Source: an optimization exercise on an open RTL-to-GDS flow (aim: small area, a short achievable clock period and few clock cycles per item). Production flows keep margins and buffers that such runs may drop.
The RTL of this run was laid out without a check of its function.
No activity file was given, so power comes from the tool's default toggle rates.

File: flow/run.sh
#!/bin/bash
# synth_recipe.tcl (not shown) runs the flow's synth.tcl, then flattens the netlist and writes it again
# the make line also repeats each setting of config.mk as NAME=value (left out here)
make -C /OpenROAD-flow-scripts/flow DESIGN_CONFIG=/design/flow/config.mk WORK_HOME=/design/flow/orfs CLKGATE_MAP_FILE= SYNTH_SCRIPT=/design/flow/synth_recipe.tcl finish
File: flow/config.mk
export PLATFORM = sky130hd
export DESIGN_NAME = stream_filter
export DESIGN_NICKNAME = stream_filter
export VERILOG_FILES = /design/flow/design.v
export SDC_FILE = /design/flow/constraint.sdc
export NUM_CORES = 4
export LEC_CHECK = 0
export CAP_MARGIN = 20
export CORE_MARGIN = 2
export CORE_UTILIZATION = 40
export PLACE_DENSITY = 0.6
export SLEW_MARGIN = 20
File: flow/constraint.sdc
create_clock -name core_clock -period 120.0 [get_ports {clk}]
set_input_delay 24.0000 -clock core_clock [delete_from_list [all_inputs] [get_ports {clk}]]
set_output_delay 24.0000 -clock core_clock [all_outputs]
set_load 0.01 [all_outputs]
File: flow/design.v
module stream_filter (
    input  wire        clk,
    input  wire        rst,          
    input  wire        cfg_we,
    input  wire [31:0] cfg_wdata,
    output wire [31:0] cfg_rdata,
    output reg         cfg_err,
    input  wire        in_valid,
    input  wire [31:0] in_data,
    output wire        in_ready,
    output reg         out_valid,
    output reg  [31:0] out_val,
    output reg         out_emit
);
    localparam [2:0] F_NONE = 3'd0,
                     F_AVG  = 3'd1,
                     F_MED3 = 3'd2,
                     F_IIR  = 3'd3;
    localparam NST = 4;
    function integer nsteps(input integer s);
        case (s)
            0: nsteps = 6;
            1: nsteps = 8;
            2: nsteps = 8;
            3: nsteps = 8;
            default: nsteps = 2;
        endcase
    endfunction
    reg [2:0] filter;
    reg [6:0] param;
    reg [7:0] decim;
    reg       bat_en;
    reg       policy;
    assign cfg_rdata = {6'd0, policy, bat_en, decim, 1'b0, param, 5'd0, filter};
    wire [2:0] w_filter = cfg_wdata[2:0];
    wire [6:0] w_param  = cfg_wdata[14:8];
    wire [7:0] w_decim  = cfg_wdata[23:16];
    reg w_ok;
    always @(*) begin
        case (w_filter)
            F_NONE:  w_ok = (w_param == 7'd0);
            F_AVG:   w_ok = (w_param >= 7'd2) && (w_param <= 7'd64);
            F_MED3:  w_ok = (w_param == 7'd0);
            F_IIR:   w_ok = (w_param >= 7'd1) && (w_param <= 7'd15);
            default: w_ok = 1'b0;
        endcase
        if (w_decim == 8'd0)
            w_ok = 1'b0;
    end
    wire cfg_take = cfg_we && w_ok;
    always @(posedge clk) begin
        if (rst) begin
            filter  <= F_NONE;
            param   <= 7'd0;
            decim   <= 8'd1;
            bat_en  <= 1'b0;
            policy  <= 1'b0;
            cfg_err <= 1'b0;
        end else begin
            cfg_err <= cfg_we && !w_ok;
            if (cfg_take) begin
                filter <= w_filter;
                param  <= w_param;
                decim  <= w_decim;
                bat_en <= cfg_wdata[24];
                policy <= cfg_wdata[25];
            end
        end
    end
    wire is_avg = (filter == F_AVG);
    wire is_med = (filter == F_MED3);
    wire is_iir = (filter == F_IIR);
    wire [5:0] ring_m = is_avg ? param[5:0] - 6'd1 : is_med ? 6'd3 : 6'd0;
    reg  [5:0] rot;                  
    reg        rdy;
    assign in_ready = rdy;
    wire take = in_valid && rdy;     
    reg  [31:0] r0;
    reg  [31:0] s1  [0:0];
    reg  [31:0] s2  [0:1];
    reg  [31:0] s4  [0:3];
    reg  [31:0] s8  [0:7];
    reg  [31:0] s16 [0:15];
    reg  [31:0] s32 [0:31];
    wire [31:0] o1 = ring_m[0] ? s1[0]   : r0;
    wire [31:0] o2 = ring_m[1] ? s2[1]   : o1;
    wire [31:0] o3 = ring_m[2] ? s4[3]   : o2;
    wire [31:0] o4 = ring_m[3] ? s8[7]   : o3;
    wire [31:0] o5 = ring_m[4] ? s16[15] : o4;
    wire [31:0] o6 = ring_m[5] ? s32[31] : o5;    
    integer i;
    always @(posedge clk) begin
        r0     <= take ? in_data : o6;
        s1[0]  <= r0;
        s2[0]  <= o1;
        s4[0]  <= o2;
        s8[0]  <= o3;
        s16[0] <= o4;
        s32[0] <= o5;
        s2[1]  <= s2[0];
        for (i = 1; i < 4;  i = i + 1) s4[i]  <= s4[i-1];
        for (i = 1; i < 8;  i = i + 1) s8[i]  <= s8[i-1];
        for (i = 1; i < 16; i = i + 1) s16[i] <= s16[i-1];
        for (i = 1; i < 32; i = i + 1) s32[i] <= s32[i-1];
    end
    wire [5:0] rot_inc = (rot == ring_m) ? 6'd0 : rot + 6'd1;
    wire [5:0] rot_nxt = take ? 6'd0 : rot_inc;
    always @(posedge clk) begin
        if (rst || cfg_take) begin
            rot <= 6'd0;
            rdy <= 1'b1;
        end else begin
            rot <= rot_nxt;
            rdy <= (rot_nxt == 6'd0);
        end
    end
    reg                v1;           
    reg                clr;          
    reg  [6:0]         count;        
    reg  signed [37:0] part;         
    reg  signed [31:0] iir_y;
    reg  [7:0]         dcnt;         
    reg                bc;           
    always @(posedge clk) begin
        if (rst)
            v1 <= 1'b0;
        else
            v1 <= take;
        clr <= rst || cfg_take;
    end
    wire signed [31:0] x = r0;
    wire [6:0]         cnt1     = count + 7'd1;
    wire               full     = (cnt1 >= param);
    wire [6:0]         n_new    = full ? param : cnt1;
    wire signed [37:0] sum_new  = part + x;
    wire signed [37:0] part_new = sum_new - (full ? $signed(o6) : 32'sd0);
    wire signed [31:0] a = x;
    wire signed [31:0] b = s1[0];
    wire signed [31:0] c = s2[0];
    wire ab = a >= b;
    wire ac = a >= c;
    reg  signed [31:0] med;
    always @(*) begin
        if (count < 7'd2)
            med = x;
        else if (ab == ac)           
            med = (bc == ab) ? b : c;
        else
            med = a;
    end
    wire signed [32:0] diff    = x - iir_y;
    wire signed [32:0] step    = diff >>> param[3:0];
    wire signed [31:0] iir_new = (count == 7'd0) ? x : iir_y + step[31:0];
    reg signed [31:0] y;
    always @(*) begin
        case (filter)
            F_MED3:  y = med;
            F_IIR:   y = iir_new;
            default: y = x;
        endcase
    end
    wire signed [37:0] num = is_avg ? sum_new : {{6{y[31]}}, y};
    wire [6:0]         den = is_avg ? n_new : 7'd1;
    wire               neg = num[37];
    wire [37:0]        mag = num ^ {38{neg}};
    wire emit_now = (dcnt + 8'd1 == decim);
    always @(posedge clk) begin
        if (clr) begin
            count <= 7'd0;
            part  <= 38'sd0;
            iir_y <= 32'sd0;
            dcnt  <= 8'd0;
        end else if (v1) begin
            if (count != 7'd64)
                count <= cnt1;
            part  <= part_new;
            iir_y <= iir_new;
            dcnt  <= emit_now ? 8'd0 : dcnt + 8'd1;
        end
        if (v1)
            bc <= ab;
    end
    function [37:0] steps;           
        input [5:0]  rem;
        input [31:0] w;              
        input [6:0]  nb;             
        input integer k;
        reg   [6:0]  t, d;
        reg   [7:0]  cy;
        integer j, i;
        begin
            for (j = 0; j < k; j = j + 1) begin
                t     = {rem, w[31]};
                cy[0] = 1'b1;
                for (i = 0; i < 7; i = i + 1) begin
                    d[i]    = t[i] ^ nb[i] ^ cy[i];
                    cy[i+1] = (t[i] & nb[i]) | (t[i] & cy[i]) | (nb[i] & cy[i]);
                end
                w   = {w[30:0], cy[7]};
                rem = cy[7] ? d[5:0] : t[5:0];
            end
            steps = {rem, w};
        end
    endfunction
    reg        dv [1:NST];
    reg  [5:0] dr [1:NST];
    reg [31:0] dw [1:NST];
    reg  [6:0] dn [1:NST];
    reg        dg [1:NST];           
    reg        de [1:NST];           
    wire [37:0] s0 = steps(mag[37:32], mag[31:0], ~den, nsteps(0));
    always @(posedge clk) begin
        if (rst)
            dv[1] <= 1'b0;
        else
            dv[1] <= v1;
        {dr[1], dw[1]} <= s0;
        dn[1] <= ~den;
        dg[1] <= neg;
        de[1] <= emit_now && bat_en;
    end
    genvar g;
    generate
        for (g = 2; g <= NST; g = g + 1) begin : stage
            wire [37:0] s = steps(dr[g-1], dw[g-1], dn[g-1], nsteps(g-1));
            always @(posedge clk) begin
                if (rst)
                    dv[g] <= 1'b0;
                else
                    dv[g] <= dv[g-1];
                {dr[g], dw[g]} <= s;
                dn[g] <= dn[g-1];
                dg[g] <= dg[g-1];
                de[g] <= de[g-1];
            end
        end
    endgenerate
    wire [37:0] sl  = steps(dr[NST], dw[NST], dn[NST], nsteps(NST));
    wire [31:0] q   = sl[31:0];
    wire        c1  = ({1'b0, sl[37:32]} + 7'd1 == ~dn[NST]);   
    wire [31:0] res = (q ^ {32{dg[NST]}}) + {31'd0, dg[NST] & !c1};
    always @(posedge clk) begin
        if (rst) begin
            out_valid <= 1'b0;
            out_val   <= 32'd0;
            out_emit  <= 1'b0;
        end else begin
            out_valid <= dv[NST];
            out_emit  <= dv[NST] && de[NST];
            if (dv[NST])
                out_val <= res;
        end
    end
endmodule
==> summary.txt <==
Ports: 136
Clk pin slew, worst setup/hold paths: 60 ps
Rel. slew slack: 0.2197
Largest net degree at the start of global routing: 67
Number of cells on the worst hold path: 0
Initial antenna violation count: 8
Worst reg2reg path endpoint: dr[4][0]
Predominant post-synthesis flop cell: dfxtp_1
Area of the multi-input gates: 0.02463 mm²
Cells on worst reg2reg path: 73
Synthesis-to-layout area growth: 16.11%
Most common library cells after synthesis: dfxtp_1, nor2_1, inv_1
Die width: 434.8 µm
Htree depth: 4
Postcts setup bufs: 0
RSZ-0062 raised after global routing: no
Layout cells sized above 1: 0.1185
FMAX: 37.99 MHz
WL per Instance: 17.00 µm
Cell Chain, Critical Path: clkdlybuf4s50_1
Final period utilization: 0.2194
Core area: 0.1848 mm²
Routability cong.: 0.9257
Synthesis-stage register bit count: 2390
WP buf/inv: 1
Synth Area per Inst: 12.45 µm²
Max-cap violations: 0
DRT iter0 DRCs: 2485
Register area: 0.04786 mm²
CTS tree: built
Die Y: 434.8 µm
R2r setup slk: 96150 ps
Setup Viol. Count Final: 0
Final wirelength: 150.3 mm
Post-Layout Cell Count: 8840
Synthesized area: 0.07424 mm²
Netlist cell types: 101
HP Class: flop to flop
Critical path's slowest cell: dfxtp_1
Min Tclk post-route: 26330 ps
Port Buffers: 111
Root Buffer: clkbuf_16
Area leader, netlist: dfxtp_1
Final nets: 6647
Setup tns final: 0 ps
CP max stage delay: 840 ps
Worst Path Required: 96000 ps
Post-synth ARST share: 0
Top delay family on crit path: flip-flops
Count leader, synth: dfxtp_1
Drt pass-1 iters: 5
Post-CTS Resized: 0
Count of hold-fix buffers inserted at cts: 0
Vias in the first global route: 41503
Synth top area share: 0.6442
Post-DP HPWL: 104.5 mm
Fill count: 16435
Clk latency of the worst-skew pair: 870 ps
Row cnt: 158
Cell area power density: 26.89 mW/mm²
Sequential share of the synthesized area: 0.6446
Clock Path Buffers: 3
Worst R2R Start: dn[3][1]
Routed Antenna Nets: 0
GR Overflow Total: 0
Worst-case vdd ir drop: 0.00001442 V
Synth area leaders: dfxtp_1, fa_1, ha_1, mux2_2, mux2i_1
Final Hold Fails: 0
Initial core utilization: 0.4017
Number of flops mapped to enable cells by yosys: 1
Vias post-DR: 41678
CP Data Arrival Time: 2330 ps
Hold Crit Start: s32[14][30]
CTS buffer count: 217
Setup CP Type: flop to primary output
Hold EP: s32[15][30]
Worst setup SP type: flop
First-pass GRT wire length: 235.9 mm
DRC Markers: 0
DP Cell Count: 8428
GRT Overall Usage: 0.1581
Synth Warn #: 13
CP max FO: 9
CP endpoint kind: primary output
Leakage: 0.03642 µW
Cells after synthesis: 5963
Vias per cell: 4.715
Clock Sinks: 2390
Max Slew Vio Count: 0
Worst-Margin Slew: 1158 ps
Status: complete, no violations
Setup Skew: 89.10 ps
Die area: 0.1891 mm²
-- worst max path at each step --
stage | cells after the start | slack, ps | from | end
floorplan | 10 | 94120 | cfg_wdata[9] | rdy
global placement | 10 | 92990 | cfg_wdata[9] | rdy
detailed placement | 10 | 92970 | cfg_wdata[9] | rdy
CTS | 1 | 93580 | filter[2] | cfg_rdata[2]
global route | 1 | 93610 | filter[2] | cfg_rdata[2]
finish | 1 | 93670 | filter[2] | cfg_rdata[2]
-- registers in the layout (all words and copies together) (netlist names), 24 cells and up --
name	count
s1	32
iir_y	32
part	38
out_val	32
s32	1024
dr	24
dw	128
s2	64
s4	128
s8	256
r0	32
dn	28
s16	512
-- cell type report --
| type | instances | share of cell area |
|---|---|---|
| clock inverters | 125 | 0.02260 |
| multi-input cells | 3113 | 0.2857 |
| well taps | 2480 | 0.03600 |
| inverters | 284 | 0.01237 |
| clock buffers | 283 | 0.07074 |
| repair buffers | 161 | 0.01719 |
| flip-flops and latches | 2390 | 0.5552 |
| diodes | 4 | 0.0001161 |
-- report_power, final --
group	total (µW)	switching (µW)	internal (µW)
clock network	743	303	439
registers	1010	50.4	960
logic	565	322	243
total	2320	676	1640
-- cells in the final DEF, fill, tap and decap left out, types with 61 or more instances in the layout --
master              n
nand2_1           256
nand2b_1           72
mux2i_1           207
inv_1             284
nor2_1            389
nand3_1            61
a21oi_1           268
clkdlybuf4s50_1   110
a21o_1             83
o21ai_0           231
dfxtp_1          2385
a211oi_1           78
mux2_2            239
ha_1              251
fa_1              161
xor2_1             79
clkbuf_16         217
xnor2_1           144
-- logic make-up (layout without fill, tap and decap cells) --
family          after synthesis  count (layout)  synth area share
other cells                   1              16        0.00005051
xor+xnor                    225             225           0.02683
compound gates              942             942           0.08212
flops                      2390            2390            0.6446
simple gates               1050            1050           0.06613
fa+ha+maj                   422             422           0.08723
buf+inv                     471             853           0.02509
mux                         462             462           0.06795
-- through the flow --
| step | area, µm² | total power [µW] | worst slack [ps] | hold slack [ps] | util |
|---|---|---|---|---|---|
| floorplan | 74280 | 1445 | 94120 | 309.6 | - |
| global placement | 78140 | 1571 | 92990 | 309.8 | 0.4227 |
| detailed placement | 78150 | 1591 | 92970 | 312.1 | 0.4228 |
| CTS | 86190 | 2342 | 93580 | 234.4 | 0.4663 |
| global route | 86200 | 2464 | 93610 | 245.2 | 0.4663 |
| finish | 86200 | 2318 | 93670 | 242.3 | 0.4664 |
-- per-layer routing --
layer,vias up,GRT usage,share of wire
met3,242,0.03138,0.049
met1,19946,0.2166,0.48
met2,883,0.2474,0.44
met5,-,0,0
li1,20607,-,-
met4,0,0.05744,0.031

[afterwards: timing with drivers on the ports]
The flow's constraints put no driver on any port. The routed layout listed below was extracted and timed again, unchanged, in two steps. Step 1 assumes that a clkbuf_16 drives the clock port and a buf_2 every other input. Step 2 adds t to the input delays and takes it off the output delays; t is the mean of the earliest and latest rising clock arrival at the registers after step 1. Input paths then give back, and output paths get back, about the clock's delay inside the block. Three values: ideal ports, drivers, drivers and shift; two values: the first two.
t, ns: 0.906
setup WS [ns]: 93.674 / 93.593 / 93.006
hold WS [ns]: 0.242 / 0.242 / 0.242
worst register clock-pin slew, ns: 0.08 / 0.08
worst data-port slew with drivers (ns): 0.13
After both steps this run still meets setup and hold. For this run, drivers alone change the setup slack by -0.081 ns; drivers and shift together by -0.668 ns.
